Context: an optimization exercise on an open-source flow, tuned for small area and a short achievable clock period. The choices shown serve that exercise and are no tape-out recipe. No functional check of the RTL was part of any run shown here. Power figures rest on the tool's default switching activity, not on a simulated workload.

==> flow/design.v, too long to show whole: its modules and the start of the top module <==
// module fmul36_fa: 10 lines
// module fmul36_ha: 9 lines
// module fmul36: 1323 lines
module fmul36 (
    input  wire        clk,
    input  wire        rst,
    input  wire        in_valid,
    input  wire [35:0] a,
    input  wire [35:0] b,
    input  wire [2:0]  rm,
    input  wire        ftz,
    output reg         out_valid,
    output reg  [35:0] result,
    output reg         iv,
    output reg         of,
    output reg         uf,
    output reg         nx
);
  // ...
==> flow/flow/run.sh <==
#!/bin/bash
# The standard layout (bash standard.sh: the standard synthesis and ORFS
# from floorplan to finish), with every port buffered by buf_2 instead of
# the buffer buffer_ports picks by default.
set -euo pipefail
export BUFFER_PORTS_ARGS="-buffer_cell sky130_fd_sc_hd__buf_2"
bash standard.sh > standard.log 2>&1
==> flow/standard.sh <==
#!/bin/bash
# synth_recipe.tcl (not shown) runs the flow's synth.tcl, then flattens the netlist and writes it again
# the make line also repeats each setting of config.mk as NAME=value (left out here)
make -C /OpenROAD-flow-scripts/flow DESIGN_CONFIG=/design/flow/config.mk WORK_HOME=/design/flow/orfs CLKGATE_MAP_FILE= SYNTH_SCRIPT=/design/flow/synth_recipe.tcl "${@:-finish}"
==> flow/config.mk <==
export PLATFORM = sky130hd
export DESIGN_NAME = fmul36
export DESIGN_NICKNAME = fmul36
export VERILOG_FILES = /design/flow/design.v
export SDC_FILE = /design/flow/constraint.sdc
export NUM_CORES = 4
export LEC_CHECK = 0
export CAP_MARGIN = 20
export CORE_MARGIN = 2
export CORE_UTILIZATION = 40
export CTS_CLUSTER_DIAMETER = 100
export CTS_CLUSTER_SIZE = 24
export SLEW_MARGIN = 60
export SYNTH_HIERARCHICAL = 1
export SYNTH_MINIMUM_KEEP_SIZE = 0
==> flow/constraint.sdc <==
create_clock -name core_clock -period 16.5 [get_ports {clk}]
set_input_delay 3.3000 -clock core_clock [delete_from_list [all_inputs] [get_ports {clk}]]
set_output_delay 3.3000 -clock core_clock [all_outputs]
set_load 0.01 [all_outputs]
==> run_results.csv, run 1 <==
group,metric,value,unit
timing,relSlewSlack,60.4,%
logic_synthesis,synthAdderAreaFrac,26.7,%
cells_and_area,design_area,34600,µm²
global_routing,grt_pass1_vias,25400,
logic_synthesis,synth_xor_area_share,12.8,%
cts,cts_root_buf,"clkbuf_16",
cts,ctsResizeCount,0,
logic_synthesis,synth-compound-area-share,16.4,%
logic_synthesis,synthTopCellsByCount,"xnor2_1 (430), dfxtp_1 (413), o22ai_1 (371)",
detailed_routing,vias,25200,
cts,numClockSinks,413,
timing,fmax,229,MHz
setup_path,cp.depth,1,
timing,maxSlewViolCount,0,
setup_path,crit_type,"reg -> out",
detailed_routing,met1_length,41000,µm
run_status,status,"finished clean",
hold_path,min_from,"sp_iv2$_DFF_P_",
die,nWellTaps,1050,
logic_synthesis,ys.flop_type,"dfxtp_1",
setup_path,endpoint,"result[25]",
logic_synthesis,yosys_warnings,7,
global_routing,met1_usage,31.6,%
cells_and_area,nNetsFinal,3815,
timing,setup_ws,12.12,ns
cells_and_area,seq_area_share,23.9,%
setup_path,worst_ep_required_time,13.20,ns
power,p_seq,1.60,mW
placement,io_buffers,119,
cts,postCtsSetupBuffers,0,
cells_and_area,largest_reg_flops,54,
detailed_routing,drc,0,
global_routing,grt_use_met2,38.0,%
setup_path,cp_slowest_cell,"dfxtp_1",
==> run 2, diff against run 1 <==
--- a/flow/design.v
+++ b/flow/design.v
@@ -28,140 +28,146 @@
     output reg         out_valid,
     output reg  [35:0] result,
     output reg         iv,
     output reg         of,
     output reg         uf,
     output reg         nx
 );
     reg        v1;
-    reg [35:0] a1, b1;       
+    reg [35:0] a1;           
+    reg [9:0]  b1;           
     reg        az1, bz1;     
+    reg        ah1;          
+    reg        bnz1, bq1;    
+    reg [4:0]  bms1, btz1;   
     reg [2:0]  rm1;
     reg        ftz1;
     reg [13:0] bone1, btwo1;     
     reg [12:0] bneg1;
+    function automatic [4:0] pos32(input [31:0] x, input hi);
+        reg [15:0] v1; reg [15:0] p1;
+        reg [7:0]  v2; reg [15:0] p2;
+        reg [3:0]  v3; reg [11:0] p3;
+        reg [1:0]  v4; reg [7:0]  p4;
+        reg        u;
+        integer k;
+        begin
+            for (k = 0; k < 16; k = k + 1) begin
+                v1[k] = x[2*k+1] | x[2*k];
+                u = hi ? x[2*k+1] : !x[2*k];
+                p1[k] = u;
+            end
+            for (k = 0; k < 8; k = k + 1) begin
+                v2[k] = v1[2*k+1] | v1[2*k];
+                u = hi ? v1[2*k+1] : !v1[2*k];
+                p2[2*k+:2] = u ? {1'b1, p1[2*k+1]} : {1'b0, p1[2*k]};
+            end
+            for (k = 0; k < 4; k = k + 1) begin
+                v3[k] = v2[2*k+1] | v2[2*k];
+                u = hi ? v2[2*k+1] : !v2[2*k];
+                p3[3*k+:3] = u ? {1'b1, p2[4*k+2+:2]} : {1'b0, p2[4*k+:2]};
+            end
+            for (k = 0; k < 2; k = k + 1) begin
+                v4[k] = v3[2*k+1] | v3[2*k];
+                u = hi ? v3[2*k+1] : !v3[2*k];
+                p4[4*k+:4] = u ? {1'b1, p3[6*k+3+:3]} : {1'b0, p3[6*k+:3]};
+            end
+            u = hi ? v4[1] : !v4[0];
+            pos32 = u ? {1'b1, p4[7:4]} : {1'b0, p4[3:0]};
+        end
+    endfunction
     wire [28:0] bxi = {1'b0, b[34:26] != 9'd0, b[25:0], 1'b0};
     reg  [13:0] bone_i, btwo_i, bneg_i;
     integer bk;
     always @(*) begin
         for (bk = 0; bk < 14; bk = bk + 1) begin
             bone_i[bk] = bxi[2 * bk + 1] ^ bxi[2 * bk];
             btwo_i[bk] = (bxi[2 * bk + 2] & !bxi[2 * bk + 1] & !bxi[2 * bk]) |
                          (!bxi[2 * bk + 2] & bxi[2 * bk + 1] & bxi[2 * bk]);
             bneg_i[bk] = bxi[2 * bk + 2] & !(bxi[2 * bk + 1] & bxi[2 * bk]);
         end
     end
     always @(posedge clk) begin
         if (rst)
             v1 <= 1'b0;
         else
             v1 <= in_valid;
-        a1   <= {a[35:26], ~a[25:0]};
-        b1   <= {b[35:26], ~b[25:0]};
+        a1   <= {a[35:27], a[26] | (a[34:26] == 9'd0), ~a[25:0]};
+        b1   <= {b[35:27], b[26] | (b[34:26] == 9'd0)};
+        bnz1 <= (b[25:0] != 26'd0);
+        bq1  <= b[25];
+        bms1 <= pos32({6'd0, b[25:0]}, 1'b1);
+        btz1 <= pos32({6'd0, b[25:0]}, 1'b0);
         az1  <= (a[34:26] == 9'd0);
+        ah1  <= (a[34:26] != 9'd0);
         bz1  <= (b[34:26] == 9'd0);
         rm1  <= rm;
         ftz1 <= ftz;
         bone1 <= bone_i;
         btwo1 <= btwo_i;
         bneg1 <= bneg_i[12:0];
     end
     wire        sa = a1[35];
-    wire        sb = b1[35];
-    wire [8:0]  ea = a1[34:26];
-    wire [8:0]  eb = b1[34:26];
+    wire        sb = b1[9];
+    wire [8:0]  ea = a1[34:26];      
+    wire [8:0]  eb = b1[8:0];
     wire [25:0] fan = a1[25:0];
-    wire [25:0] fbn = b1[25:0];
     wire [25:0] fa = ~fan;
-    wire [25:0] fb = ~fbn;
     wire a_sub  = az1;
     wire b_sub  = bz1;
     wire a_max  = (ea == 9'h1FF);
     wire b_max  = (eb == 9'h1FF);
     wire a_fnz  = (fa != 26'd0);
-    wire b_fnz  = (fb != 26'd0);
+    wire b_fnz  = bnz1;
     wire a_nan  = a_max & a_fnz;
     wire b_nan  = b_max & b_fnz;
     wire a_inf  = a_max & !a_fnz;
     wire b_inf  = b_max & !b_fnz;
     wire a_zero = a_sub & (!a_fnz | ftz1);
     wire b_zero = b_sub & (!b_fnz | ftz1);
     wire inv0   = (a_inf & b_zero) | (b_inf & a_zero);
     wire s      = sa ^ sb;
     wire sp     = a_nan | b_nan | a_inf | b_inf | a_zero | b_zero;
     wire sp_nan = a_nan | b_nan | inv0;
     wire sp_inf = a_inf | b_inf;
-    wire sp_iv  = (a_nan & !fa[25]) | (b_nan & !fb[25]) | inv0;
+    wire sp_iv  = (a_nan & !fa[25]) | (b_nan & !bq1) | inv0;
     reg [1:0] rc;
     reg       ovf_inf;
     always @(*) begin
         case (rm1)
             3'd0:    begin rc = 2'd2;             ovf_inf = 1'b1; end
             3'd1:    begin rc = 2'd0;             ovf_inf = 1'b0; end
             3'd2:    begin rc = {1'b0, !s};       ovf_inf = !s;   end
             3'd3:    begin rc = {1'b0, s};        ovf_inf = s;    end
             3'd4:    begin rc = 2'd3;             ovf_inf = 1'b1; end
             default: begin rc = 2'd3;             ovf_inf = 1'b0; end
         endcase
     end
     wire [26:0] ma = {!a_sub, fa};
-    wire [26:0] mb = {!b_sub, fb};
-    function automatic [4:0] pos32(input [31:0] x, input hi);
-        reg [15:0] v1; reg [15:0] p1;
-        reg [7:0]  v2; reg [15:0] p2;
-        reg [3:0]  v3; reg [11:0] p3;
-        reg [1:0]  v4; reg [7:0]  p4;
-        reg        u;
-        integer k;
-        begin
-            for (k = 0; k < 16; k = k + 1) begin
-                v1[k] = x[2*k+1] | x[2*k];
-                u = hi ? x[2*k+1] : !x[2*k];
-                p1[k] = u;
-            end
-            for (k = 0; k < 8; k = k + 1) begin
-                v2[k] = v1[2*k+1] | v1[2*k];
-                u = hi ? v1[2*k+1] : !v1[2*k];
-                p2[2*k+:2] = u ? {1'b1, p1[2*k+1]} : {1'b0, p1[2*k]};
-            end
-            for (k = 0; k < 4; k = k + 1) begin
-                v3[k] = v2[2*k+1] | v2[2*k];
-                u = hi ? v2[2*k+1] : !v2[2*k];
-                p3[3*k+:3] = u ? {1'b1, p2[4*k+2+:2]} : {1'b0, p2[4*k+:2]};
-            end
-            for (k = 0; k < 2; k = k + 1) begin
-                v4[k] = v3[2*k+1] | v3[2*k];
-                u = hi ? v3[2*k+1] : !v3[2*k];
-                p4[4*k+:4] = u ? {1'b1, p3[6*k+3+:3]} : {1'b0, p3[6*k+:3]};
-            end
-            u = hi ? v4[1] : !v4[0];
-            pos32 = u ? {1'b1, p4[7:4]} : {1'b0, p4[3:0]};
-        end
-    endfunction
     wire [4:0] msa = pos32({5'd0, ma}, 1'b1);
-    wire [4:0] msb = pos32({5'd0, mb}, 1'b1);
+    wire [4:0] msb = b_sub ? bms1 : 5'd26;
     wire [4:0] tza = pos32({5'd0, ma}, 1'b0);
-    wire [4:0] tzb = pos32({5'd0, mb}, 1'b0);
-    wire [9:0] xa = {1'b0, ea[8:1], ea[0] | a_sub};
-    wire [9:0] xb = {1'b0, eb[8:1], eb[0] | b_sub};
+    wire [4:0] tzb = b_fnz ? btz1 : 5'd26;
+    wire [9:0] xa = {1'b0, ea};
+    wire [9:0] xb = {1'b0, eb};
     wire [9:0] xs = xa + xb;
     wire [5:0] tzs = {1'b0, tza} + {1'b0, tzb};
     wire [4:0]  k0   = a_sub ? msa : msb;
     wire [8:0]  eo   = a_sub ? eb : ea;
     wire [4:0]  th   = 5'd25 - eo[4:0];
     wire        eo_mid = eo[8] & (eo[7:0] <= 8'd25);
     wire        dneg_n = !xs[9] & !xs[8];
     wire        dneg_s = !eo[8] | (eo_mid & (k0 < th));
     wire        dneg = (a_sub & b_sub) | ((a_sub ^ b_sub) ? dneg_s : dneg_n);
     wire        kbig = (xs < 10'd219);
     wire [5:0]  ktl  = 6'd26 - xs[5:0];
     wire [5:0]  ks   = !dneg ? {1'b0, k0} : (kbig ? 6'd63 : ktl);
-    wire [27:0]  ae0 = {1'b0, ma};
-    wire [27:0]  ae1 = {ma, 1'b0};
+    wire [27:0]  ae0 = {1'b0, ah1, fa};
+    wire [27:0]  ae1 = {ah1, fa, 1'b0};
     wire [391:0] bp;
     wire [13:0]  bneg, bnn;
     genvar gi, gj;
     generate
         for (gi = 0; gi < 14; gi = gi + 1) begin : g_bk
             wire one = bone1[gi];
             wire two = btwo1[gi];
             if (gi < 13) begin : g_neg
==> run_results.csv, run 2 <==
group,metric,value,unit
die,die_w,285,µm
cts,cts_tree,"yes",
cells_and_area,final_common_cell,"xnor2_1",
cells_and_area,final_util,43.5,%
detailed_routing,first_iter_violations,2361,
global_routing,grt_pass1_wl,150000,µm
global_routing,antenna_found_initial,5,
detailed_routing,ant_nets,0,
cells_and_area,nNetsFinal,3745,
logic_synthesis,netlist_top_cells_area,"dfxtp_1 (25%), fa_1 (21%), xnor2_1 (12%), o22ai_1 (7.1%), ha_1 (5.9%)",
detailed_routing,met1_length,40000,µm
setup_path,crit_fanout,11,
die,die_h,285,µm
timing,fmax,223,MHz
timing,worstMarginPinSlew,0.615,ns
hold_path,hold-path-cell-count,0,
hold_path,holdCritPathClass,"reg -> reg",
timing,min_period,4.49,ns
die,start_util,40.2,%
logic_synthesis,ys_ff_latch,400,
setup_path,r2r_setup_slack,12.36,ns
cells_and_area,final_cells,4244,
cells_and_area,design_area,34200,µm²
die,rows,103,
logic_synthesis,yosys_warnings,7,
run,cap_viol_max_count,0,
timing,whs,0.328,ns
power,p_per_area,226,nW/µm²
setup_path,critPathBufInv,1,
detailed_routing,drt_wl_total,97100,µm
detailed_routing,wl_per_cell,22.9,µm
placement,dpl_cell_area,33200,µm²
logic_synthesis,yosysTopAreaCell,"dfxtp_1",
placement,place_inst,4203,
logic_synthesis,synth.most_common_cell,"xnor2_1",
setup_path,reg2reg_depth,9,
setup_path,endpoint,"btz1[1]$_DFF_P_",
detailed_routing,via_per_inst,5.85,
cts,postCtsHoldBufs,0,
timing,final-setup-viol-count,0,
global_routing,grt_start_max_net_pins,53,
timing,min_period_over_period,27.2,%
setup_path,worstPathArrival,5.01,ns
cells_and_area,regMostFlops,"csa_r",
detailed_routing,route.met3.wl,8890,µm
die,dieArea,81300,µm²
cts,cts_root_buf,"clkbuf_16",
cells_and_area,largest_reg_flops,54,
logic_synthesis,synth.distinct_cells,85,
cells_and_area,area_growth,8.13,%
logic_synthesis,netlist_area,31600,µm²
logic_synthesis,synthTopCellsByCount,"xnor2_1 (428), dfxtp_1 (400), o22ai_1 (360)",
die,ios,120,
run_status,status,"finished clean",
global_routing,grt_pass1_vias,25100,
timing,setup_ws,12.01,ns
cts,clk_path_buf_depth,3,
global_routing,grt_usage,23.5,%
cts,ctsResizeCount,0,
cells_and_area,top_regs,"csa_r x54, csb_r x53",
detailed_routing,met2_length,44000,µm
timing,fin_tns_setup,0,ns
cts,cts_made_buffers,26,
timing,relSlewSlack,59.0,%
logic_synthesis,synth_edf_count,0,
logic_synthesis,synthArstFlopShare,0,%
setup_path,path_delay_family,"simple AND/OR/NAND/NOR gates",
setup_path,crit_type,"in -> reg",
placement,place_congestion,0.940,
timing,hold_viol_final,0,
setup_path,cpMostUsedCell,"nand2_1",
logic_synthesis,syn_inst,3189,
power,p_leak,13.2,nW
logic_synthesis,ys.flop_type,"dfxtp_1",
cells_and_area,diodes,0,
setup_path,path_cells,"buf_2, nor4_1, nand2_1, nor2_1, o21ai_0, nand2_1, nand2_1, a21boi_0, nor3_1, nor3_1",
cts,clk-insertion-delay-late,0.60,ns
cts,path_clk_slew,0.09,ns
logic_synthesis,syn_avg_cell_area,9.91,µm²
timing,rsz0062_at_grt,"no",
setup_path,crit_path_max_incr_delay,0.43,ns
detailed_routing,vias,24800,
power,finalPower,7.72,mW
setup_path,cp-start-kind,"input pin",
setup_path,cp_slowest_cell,"nor4_1",
setup_path,r2r-end,"csb_r[28]$_DFF_P_",
placement,dpl.hpwl,69000,µm
setup_path,worst_ep_required_time,17.03,ns
global_routing,overflow,0,
die,core,78600,µm²
timing,maxSlewViolCount,0,
placement,post-place-ws,11.41,ns
cts,numClockSinks,400,
cells_and_area,drive_above_1_share,11.4,%
placement,io_buffers,119,
setup_path,end_kind,"flip-flop",
detailed_routing,drc,0,
power,peakVddDrop,0.000130,V
cells_and_area,layout_common_cells,"xnor2_1 (423), dfxtp_1 (390), o22ai_1 (360), fa_1 (334), nand2_1 (167)",
setup_path,startpoint,"b[17]",
setup_path,r2r_start,"bone1[3]$_DFF_P_",
logic_synthesis,post-synth-top-area-fraction,25.3,%
logic_synthesis,synth-seq-area-share,25.3,%
setup_path,cp.depth,10,
cts,postCtsSetupBuffers,0,
detailed_routing,top_layer_used,"met5",
detailed_routing,firstDrtPassIters,5,
timing,fin_skew,0.0216,ns
cts,htree_levels,1,
-- run 2: cell types whose count changed in the layout (fill, tap and decap cells not counted), sizes merged, moves of 10 or more --
cell,before,now
inv,146,128
buf,184,171
a22oi,6,16
nor2b,25,37
mux2i,30,43
nand3,58,38
o22ai,371,360
nor2,156,139
dfxtp,413,400
-- run 2: cells by family after synthesis --
kind of cell	after synthesis	synth area share, %
compound gates	811	16.8
simple gates	534	8.03
buf+inv	371	4.46
xor+xnor	471	13.1
fa+ha+maj	484	27.1
mux	116	5.21
flops	400	25.3
other cells	2	0.0238
-- run 2: layout make-up --
class                           count  area [µm²]
Fill cell                        7674       44400
Inverter                          151         622
Clock inverter                     12         188
Clock buffer                       28         679
Tap cell                         1050        1310
Multi-Input combinational cell   2431       22300
Sequential cell                   400        8030
Timing Repair Buffer              172        1000
-- run 2: Yosys stat by module, one instance, submodules excluded --
module     area, µm²  cells  flip-flops and latches  copies in the design
fmul36_fa       20.0      1                       0                   325
fmul36_ha       12.5      1                       0                    39
fmul36         24600   2825                     400                     1
-- run 2: worst min path at each step --
stage,start,to
5_1_grt,sp3$_DFF_P_,sp4$_DFF_P_
2_1_floorplan,ftz2$_DFF_P_,ftz3$_DFF_P_
4_1_cts,sp_iv3$_DFF_P_,sp_iv4$_DFF_P_
3_5_place_dp,sp3$_DFF_P_,sp4$_DFF_P_
3_3_place_gp,sp3$_DFF_P_,sp4$_DFF_P_
6_report,sp_iv3$_DFF_P_,sp_iv4$_DFF_P_
-- run 2: power by group --
| group | total [mW] | internal [mW] | switching (mW) | leakage, nW |
|---|---|---|---|---|
| clock | 0.694 | 0.317 | 0.377 | 0.417 |
| combinational | 5.48 | 2.32 | 3.15 | 9.38 |
| sequential | 1.55 | 1.36 | 0.189 | 3.36 |
| total | 7.72 | 4.00 | 3.72 | 13.2 |
-- run 2: layer usage --
layer | GRT usage [%] | up-vias
met1 | 31.0 | 12200
met3 | 4.96 | 236
met4 | 10.0 | 4
li1 | - | 11200
met5 | 0 | -
met2 | 37.3 | 1240
==> run 3, diff against run 2 <==
--- a/flow/config.mk
+++ b/flow/config.mk
@@ -9,6 +9,6 @@
 export CORE_MARGIN = 2
 export CORE_UTILIZATION = 40
-export CTS_CLUSTER_DIAMETER = 100
-export CTS_CLUSTER_SIZE = 24
+export CTS_CLUSTER_DIAMETER = 120
+export CTS_CLUSTER_SIZE = 30
 export SLEW_MARGIN = 60
 export SYNTH_HIERARCHICAL = 1
==> run_results.csv, run 3 <==
group,metric,value,unit
run_status,status,"finished clean",
power,p_leak,13.1,nW
run,cap_viol_max_count,0,
logic_synthesis,syn_inst,3189,
setup_path,cpMostUsedCell,"nand2_1",
global_routing,grt_usage,23.5,%
setup_path,path_cells,"buf_2, nor4_1, nand2_1, nor2_1, o21ai_0, nand2_1, nand2_1, a21boi_0, nor3_1, nor3_1",
global_routing,overflow,0,
detailed_routing,vias,24800,
placement,io_buffers,119,
cts,postCtsHoldBufs,0,
detailed_routing,wl_per_cell,22.9,µm
global_routing,grt_pass1_wl,150000,µm
cells_and_area,layout_common_cells,"xnor2_1 (423), dfxtp_1 (390), o22ai_1 (360), fa_1 (334), nand2_1 (167)",
logic_synthesis,synth_edf_count,0,
global_routing,grt_start_max_net_pins,53,
global_routing,grt_pass1_vias,25000,
timing,hold_viol_final,0,
die,start_util,40.2,%
die,die_h,285,µm
cts,path_clk_slew,0.11,ns
logic_synthesis,synth.most_common_cell,"xnor2_1",
setup_path,cp-start-kind,"input pin",
setup_path,crit_fanout,8,
detailed_routing,ant_nets,0,
cells_and_area,final_common_cell,"xnor2_1",
cells_and_area,final_util,43.3,%
timing,fmax,223,MHz
setup_path,worstPathArrival,5.01,ns
cells_and_area,regMostFlops,"csa_r",
setup_path,path_delay_family,"simple AND/OR/NAND/NOR gates",
power,peakVddDrop,0.000136,V
timing,min_period,4.49,ns
cts,clk_path_buf_depth,3,
timing,fin_tns_setup,0,ns
logic_synthesis,netlist_area,31600,µm²
power,p_per_area,225,nW/µm²
timing,min_period_over_period,27.2,%
logic_synthesis,synthTopCellsByCount,"xnor2_1 (428), dfxtp_1 (400), o22ai_1 (360)",
cells_and_area,largest_reg_flops,54,
die,dieArea,81300,µm²
logic_synthesis,yosysTopAreaCell,"dfxtp_1",
hold_path,holdCritPathClass,"reg -> reg",
detailed_routing,firstDrtPassIters,6,
setup_path,worst_ep_required_time,17.03,ns
die,die_w,285,µm
logic_synthesis,yosys_warnings,7,
cells_and_area,nNetsFinal,3740,
setup_path,end_kind,"flip-flop",
cells_and_area,top_regs,"csa_r x54, csb_r x53",
cts,ctsResizeCount,0,
setup_path,crit_path_max_incr_delay,0.44,ns
logic_synthesis,syn_avg_cell_area,9.91,µm²
detailed_routing,drc,0,
die,ios,120,
logic_synthesis,synth.distinct_cells,85,
cts,cts_tree,"yes",
timing,final-setup-viol-count,0,
cts,cts_root_buf,"clkbuf_16",
detailed_routing,drt_wl_total,97200,µm
setup_path,critPathBufInv,1,
cells_and_area,diodes,0,
logic_synthesis,netlist_top_cells_area,"dfxtp_1 (25%), fa_1 (21%), xnor2_1 (12%), o22ai_1 (7.1%), ha_1 (5.9%)",
logic_synthesis,ys_ff_latch,400,
timing,relSlewSlack,59.5,%
timing,rsz0062_at_grt,"no",
timing,fin_skew,0.0419,ns
logic_synthesis,synth-seq-area-share,25.3,%
cells_and_area,drive_above_1_share,11.1,%
cts,postCtsSetupBuffers,0,
cts,numClockSinks,400,
cts,htree_levels,1,
timing,worstMarginPinSlew,0.608,ns
logic_synthesis,post-synth-top-area-fraction,25.3,%
cts,cts_made_buffers,21,
logic_synthesis,ys.flop_type,"dfxtp_1",
setup_path,cp_slowest_cell,"nor4_1",
placement,dpl.hpwl,69000,µm
timing,maxSlewViolCount,0,
die,core,78600,µm²
die,rows,103,
cells_and_area,area_growth,7.60,%
global_routing,antenna_found_initial,4,
detailed_routing,first_iter_violations,2288,
detailed_routing,via_per_inst,5.86,
setup_path,crit_type,"in -> reg",
cts,clk-insertion-delay-late,0.60,ns
placement,place_congestion,0.940,
logic_synthesis,synthArstFlopShare,0,%
[run 3: Yosys stat by module, one instance, submodules excluded]
module     times used  flip-flops and latches  area (µm²)  cells
fmul36              1                     400       24600   2825
fmul36_fa         325                       0        20.0      1
fmul36_ha          39                       0        12.5      1
[run 3: report_power, final]
part           leakage [nW]  switching (mW)  internal (mW)
Sequential             3.36           0.190           1.36
Combinational          9.38            3.16           2.32
Clock                 0.328           0.362          0.252
[run 3: cells by family after synthesis]
logic type | synth area share [%]
compound gates | 16.8
simple gates | 8.03
fa+ha+maj | 27.1
xor+xnor | 13.1
flops | 25.3
buf+inv | 4.46
mux | 5.21
other cells | 0.0238
[run 3: worst paths after layout]
check	cells after the start	from	slack (ns)	endpoint
setup / recovery	10	b[20]	12.01	btz1[1]$_DFF_P_
hold / removal	0	sp_inf2$_DFF_P_	0.33	sp_inf3$_DFF_P_
setup reg to reg	9	bone1[3]$_DFF_P_	12.34	csb_r[28]$_DFF_P_
hold reg to reg	0	sp_inf2$_DFF_P_	0.33	sp_inf3$_DFF_P_
[run 3: metrics by stage]
step | total power, mW | cells | hold slack, ns | cell area [µm²] | setup slack [ns]
2_1_floorplan | 5.06 | 3202 | 0.310 | 31700 | 11.71
3_3_place_gp | 6.80 | 4202 | 0.312 | 33100 | 11.41
3_5_place_dp | 6.91 | 4203 | 0.312 | 33200 | 11.41
4_1_cts | 7.53 | 4234 | 0.332 | 33900 | 12.03
5_1_grt | 8.24 | 4235 | 0.338 | 34000 | 11.84
6_report | 7.65 | 4235 | 0.328 | 34000 | 12.01
[run 3: area by class of cell]
type | count | area, µm²
Timing Repair Buffer | 172 | 1000
Tap cell | 1050 | 1310
Clock inverter | 9 | 170
Sequential cell | 400 | 8030
Clock buffer | 22 | 529
Multi-Input combinational cell | 2431 | 22300
Fill cell | 7693 | 44600
Inverter | 151 | 622
[run 3: per-layer routing]
layer / up-vias / track usage [%] / part of all wire, %
met3: 240 / 4.59 / 9.4
met4: 2 / 9.10 / 4.1
met2: 1256 / 37.6 / 45
li1: 11200 / - / -
met5: - / 0 / 0.011
met1: 12200 / 31.3 / 41

-- re-timing with driven ports --
The flow's constraints put no driver on any port. The routed layouts listed below were extracted and timed again, unchanged, in two steps. Step 1 sets driving cells, clkbuf_16 on the clock port and buf_2 on the other inputs (assumed; they add their load-dependent delay and slew). Step 2 moves the port delays by t, midway between the first and last clock arrival at a register: inputs arrive t later, outputs are due t later. That takes back most of the time a late clock gives input paths. Three values: no drivers, after step 1, after step 2; two values: the first two.
run | t, ns | slack for setup (ns) | hold WS [ns] | worst register clock-pin slew, ns | worst data-port slew with drivers (ns)
run 1 | 0.668 | 12.124 / 12.070 / 12.187 | 0.329 / 0.329 / 0.329 | 0.10 / 0.10 | 0.09
run 2 | 0.649 | 12.013 / 12.054 / 11.405 | 0.328 / 0.328 / 0.328 | 0.09 / 0.09 | 0.07
run 3 | 0.640 | 12.014 / 12.052 / 11.412 | 0.328 / 0.328 / 0.328 | 0.12 / 0.12 | 0.07
After both steps setup and hold are still met in every run listed. The setup slack of run 2, which loses most, moves by +0.041 ns with the drivers and by -0.608 ns with both steps.
